From an optimization exercise on the open Yosys and OpenROAD flow, aimed at small area, a short achievable clock period and few clock cycles per item; shortcuts taken in it are not production practice.
At most, simulation tests tie the RTL to the original design; equivalence was not proved.
Power figures rest on the tool's default switching activity, not on a simulated workload.

==> flow/design.v <==
module friction_interp (
    input  wire        clk,
    input  wire        rst,
    input  wire        start,
    input  wire [31:0] p,
    input  wire [31:0] pos_min,
    input  wire [31:0] span,
    input  wire        rotary,
    output wire        busy,
    output reg         done,
    output wire [31:0] term,
    output wire        mem_req,
    output wire [7:0]  mem_addr,
    input  wire [31:0] mem_rdata
);
    reg         idle, sub, lin, run;
    reg  [5:0]  cnt;           
    reg         divq;          
    reg         modq;          
    reg         alnq;          
    reg         firstq;        
    reg         hornq;         
    reg         qshq;          
    reg         idxq;          
    reg         selq;          
    reg  [31:0] s_reg;         
    reg         rot;
    reg         sgn;           
    reg         ovf;           
    reg  [31:0] rem;           
    reg  [31:0] a;             
    reg  [31:0] m;             
    reg  [47:0] acc;
    reg  [7:0]  addr;
    reg         busy_r;
    assign busy     = busy_r;
    assign mem_req  = busy_r;
    assign mem_addr = addr;
    assign term     = acc[47:16];
    wire        addm  = rem[31];                   
    wire [31:0] x1    = {rem[30:0], a[31]};
    wire [31:0] x2    = s_reg ^ {32{!addm}};
    wire        lo_z  = (x1[7:0] == 8'd0);
    wire        cin   = lin ? lo_z : !addm;
    wire [33:0] y_c   = {1'b0, x1, 1'b1} + {1'b0, x2, cin};
    wire [32:0] y     = y_c[33:1];
    wire        r_neg = x1[31] ^ x2[31] ^ y[32];    
    wire        ge    = !y[31];
    wire        qbit  = ge;
    wire [7:0]  neg_lo = ~x1[7:0] + 8'd1;
    reg  [31:0] s_top;         
    integer k;
    always @(*) begin
        s_top[31] = s_reg[31];
        for (k = 30; k >= 0; k = k - 1) s_top[k] = s_top[k+1] | s_reg[k];
    end
    wire [30:0] r_diff = rem[30:0] ^ {31{sgn}};      
    wire        wide   = |(r_diff & ~s_top[31:1]);
    wire        shr    = alnq & wide;
    wire [32:0] lo    = {1'b0, acc[30:0], a[23]} + {1'b0, m};
    wire [15:0] u2    = acc[46:31];
    wire [15:0] u2p   = u2 + 16'd1;
    wire [15:0] u2m   = u2 - 16'd1;
    wire [15:0] hi    = (lo[32] & !m[31]) ? u2p : (!lo[32] & m[31]) ? u2m : u2;
    wire [7:0]  idx   = a[7:0];
    wire [7:0]  inc   = idx + 8'd1;
    wire [7:0]  nxt   = (!rot && idx == 8'd255) ? 8'd255 : inc;
    wire [5:0]  cnt_d = cnt - 6'd1;
    wire [5:0]  cnt_n = shr ? cnt + 6'd1 : cnt_d;
    always @(posedge clk) begin
        if (rst) begin
            idle <= 1'b1;
            sub  <= 1'b0;
            lin  <= 1'b0;
            run  <= 1'b0;
            done <= 1'b0;
            divq <= 1'b0;
            busy_r <= 1'b0;
        end else begin
            done <= 1'b0;
            if (idle) begin
                if (start) begin
                    idle <= 1'b0;
                    sub  <= 1'b1;
                    busy_r <= 1'b1;
                end
            end
            if (sub) begin
                sub  <= 1'b0;
                lin  <= !rot;
                run  <= rot;
                divq <= rot;
            end
            if (lin) begin
                lin  <= 1'b0;
                run  <= 1'b1;
                divq <= 1'b1;
            end
            if (run) begin
                divq <= (cnt_d >= 6'd4);
                if (cnt == 6'd1) begin
                    run  <= 1'b0;
                    idle <= 1'b1;
                    done <= 1'b1;
                    busy_r <= 1'b0;
                end
            end
        end
    end
    always @(posedge clk) begin
        if (sub) cnt <= 6'd28;
        else if (run) cnt <= cnt_n;
        alnq   <= sub ? rot : (run & alnq & wide);
        modq   <= sub ? rot : (run & rot & ((cnt_d >= 6'd28) | shr));
        qshq   <= sub | lin | (run & (cnt_d >= 6'd20));
        idxq   <= run & (cnt_d == 6'd20);
        selq   <= run & (cnt_d <= 6'd19) & (cnt_d >= 6'd4);
        firstq <= run & (cnt_d == 6'd17);
        hornq  <= run & (cnt_d <= 6'd16) & (cnt_d >= 6'd1);
    end
    always @(posedge clk) begin
        if (idle) begin
            s_reg <= pos_min;
            m     <= span;
            rot   <= rotary;
            a[31] <= p[0];
        end
        if (sub) begin
            sgn   <= r_neg;
            ovf   <= !rot & !r_neg & y[31];      
        end
        if (sub | lin) begin
            a     <= {y[0], (lin ? neg_lo : 8'd0), 23'd0} & {32{!(lin & sgn)}};
            s_reg <= (sub & !rot) ? {8'd0, y[31:8]} : {1'b0, m[30:0]};
        end
        if (idle)
            rem <= {1'b0, p[31:1]};
        else if (shr)
            rem <= {rem[31], rem[31:1]};
        else if (sub | lin)
            rem <= {sub & r_neg, y[31:1]} & {32{!(lin & sgn)}};
        else
            rem <= y[31:0];
        if (shr) begin
            a     <= {rem[0], a[31:1]};
        end else if (divq) begin
            if (qshq) a <= {a[30:0], modq ? 1'b0 : (qbit | ovf)};
            if (!rot && cnt == 6'd28) ovf <= ovf | ge;
        end
        if (run) m <= mem_rdata;
        if (idxq)
            addr <= {a[6:0], qbit | ovf};
        else if (selq)
            addr <= qbit ? nxt : idx;
        acc <= firstq ? {{16{m[31]}}, m[31:16]} : {hi, lo[31:0]};
        if (firstq)
            a[23:8] <= m[15:0];
        else if (hornq)
            a[23:8] <= {a[22:8], 1'b0};
    end
endmodule
Settings: LEC_CHECK=0, CAP_MARGIN=20, CORE_MARGIN=2, CORE_UTILIZATION=65, CTS_CLUSTER_DIAMETER=100, CTS_CLUSTER_SIZE=24, SLEW_MARGIN=20; clock period 12.0 ns.
standard.sh (not shown) runs the stock make flow with config.mk's settings and CLKGATE_MAP_FILE= SYNTH_SCRIPT=/design/flow/synth_recipe.tcl, a recipe that flattens the netlist after the stock synthesis.
==> flow/flow/run.sh <==
#!/bin/bash
set -euo pipefail
bash standard.sh SETUP_SLACK_MARGIN=8.6 \
  'BUFFER_PORTS_ARGS=-buffer_cell sky130_fd_sc_hd__buf_1' finish > make_finish.log 2>&1
The starting point completed without violations.
Testbench counts at the start, summed over its fixed seeds: cycles 124,973, lookups 4,096.
Rerun with:
--- a/flow/design.v
+++ b/flow/design.v
@@ -64,6 +64,8 @@
     wire [15:0] hi    = (lo[32] & !m[31]) ? u2p : (!lo[32] & m[31]) ? u2m : u2;
     wire [7:0]  idx   = a[7:0];
     wire [7:0]  inc   = idx + 8'd1;
+    wire        lneg  = !rot & sgn;                 
+    wire        qfix  = qbit | ovf;
     wire [7:0]  nxt   = (!rot && idx == 8'd255) ? 8'd255 : inc;
     wire [5:0]  cnt_d = cnt - 6'd1;
     wire [5:0]  cnt_n = shr ? cnt + 6'd1 : cnt_d;
@@ -108,7 +110,7 @@
         end
     end
     always @(posedge clk) begin
-        if (sub) cnt <= 6'd28;
+        if (sub) cnt <= rot ? 6'd28 : 6'd27;
         else if (run) cnt <= cnt_n;
         alnq   <= sub ? rot : (run & alnq & wide);
         modq   <= sub ? rot : (run & rot & ((cnt_d >= 6'd28) | shr));
@@ -127,32 +129,36 @@
         end
         if (sub) begin
             sgn   <= r_neg;
-            ovf   <= !rot & !r_neg & y[31];      
+            ovf   <= 1'b0;
+            a     <= {y[0], 7'd0, !y[0] & !rot, 23'd0};
         end
-        if (sub | lin) begin
-            a     <= {y[0], (lin ? neg_lo : 8'd0), 23'd0} & {32{!(lin & sgn)}};
+        if (lin) begin
+            ovf   <= !lo[32] & !sgn;             
+            a     <= {neg_lo & {8{!sgn}}, 24'd0};
+        end
+        if (sub | lin)
             s_reg <= (sub & !rot) ? {8'd0, y[31:8]} : {1'b0, m[30:0]};
-        end
         if (idle)
             rem <= {1'b0, p[31:1]};
         else if (shr)
             rem <= {rem[31], rem[31:1]};
-        else if (sub | lin)
-            rem <= {sub & r_neg, y[31:1]} & {32{!(lin & sgn)}};
+        else if (sub)
+            rem <= {r_neg, y[31:1]};
         else
-            rem <= y[31:0];
+            rem <= y[31:0] & {32{!(lin & sgn)}};
         if (shr) begin
             a     <= {rem[0], a[31:1]};
         end else if (divq) begin
-            if (qshq) a <= {a[30:0], modq ? 1'b0 : (qbit | ovf)};
-            if (!rot && cnt == 6'd28) ovf <= ovf | ge;
+            if (qshq) a <= {a[30:0], modq ? 1'b0 : qfix};
         end
         if (run) m <= mem_rdata;
         if (idxq)
-            addr <= {a[6:0], qbit | ovf};
+            addr <= {a[6:0], qfix};
         else if (selq)
             addr <= qbit ? nxt : idx;
         acc <= firstq ? {{16{m[31]}}, m[31:16]} : {hi, lo[31:0]};
+        if (sub)
+            acc[30:0] <= ~y[31:1];
         if (firstq)
             a[23:8] <= m[15:0];
         else if (hornq)
What happened: The new run produced a clean layout. Cell count went up by 3.5%. Power came out higher by 12%. Setup slack is worse by 0.29 ns. Non-clock buffer count increases by 36. Global-route usage climbs by 3.1 points. Die area came out higher by 0.75%. Routed wire length is higher by 13%. Sequential power barely changes. Design area is higher by 4.8%.
Function not checked in the second run of this note: the RTL went through the layout flow alone.

afterwards: timing with drivers on the ports:
The flow's constraints put no driver on any port. The routed layouts listed below were extracted and timed again, unchanged, in two steps. Step 1, drivers: a clkbuf_16 drives clk and a buf_2 each remaining input, both assumed. Step 2 moves the port delays by t, midway between the first and last clock arrival at a register: inputs arrive t later, outputs are due t later. That takes back most of the time a late clock gives input paths. a / b / c = no drivers / after step 1 / after step 2; a / b = the first two.
run | t, ns | setup WS [ns] | hold slack, ns
the first run | 0.526 | 8.538 / 8.538 / 8.538 | 0.494 / 0.494 / 0.494
the second run | 0.540 | 8.253 / 8.253 / 8.253 | 0.486 / 0.486 / 0.486
After both steps setup and hold are still met in every run listed.
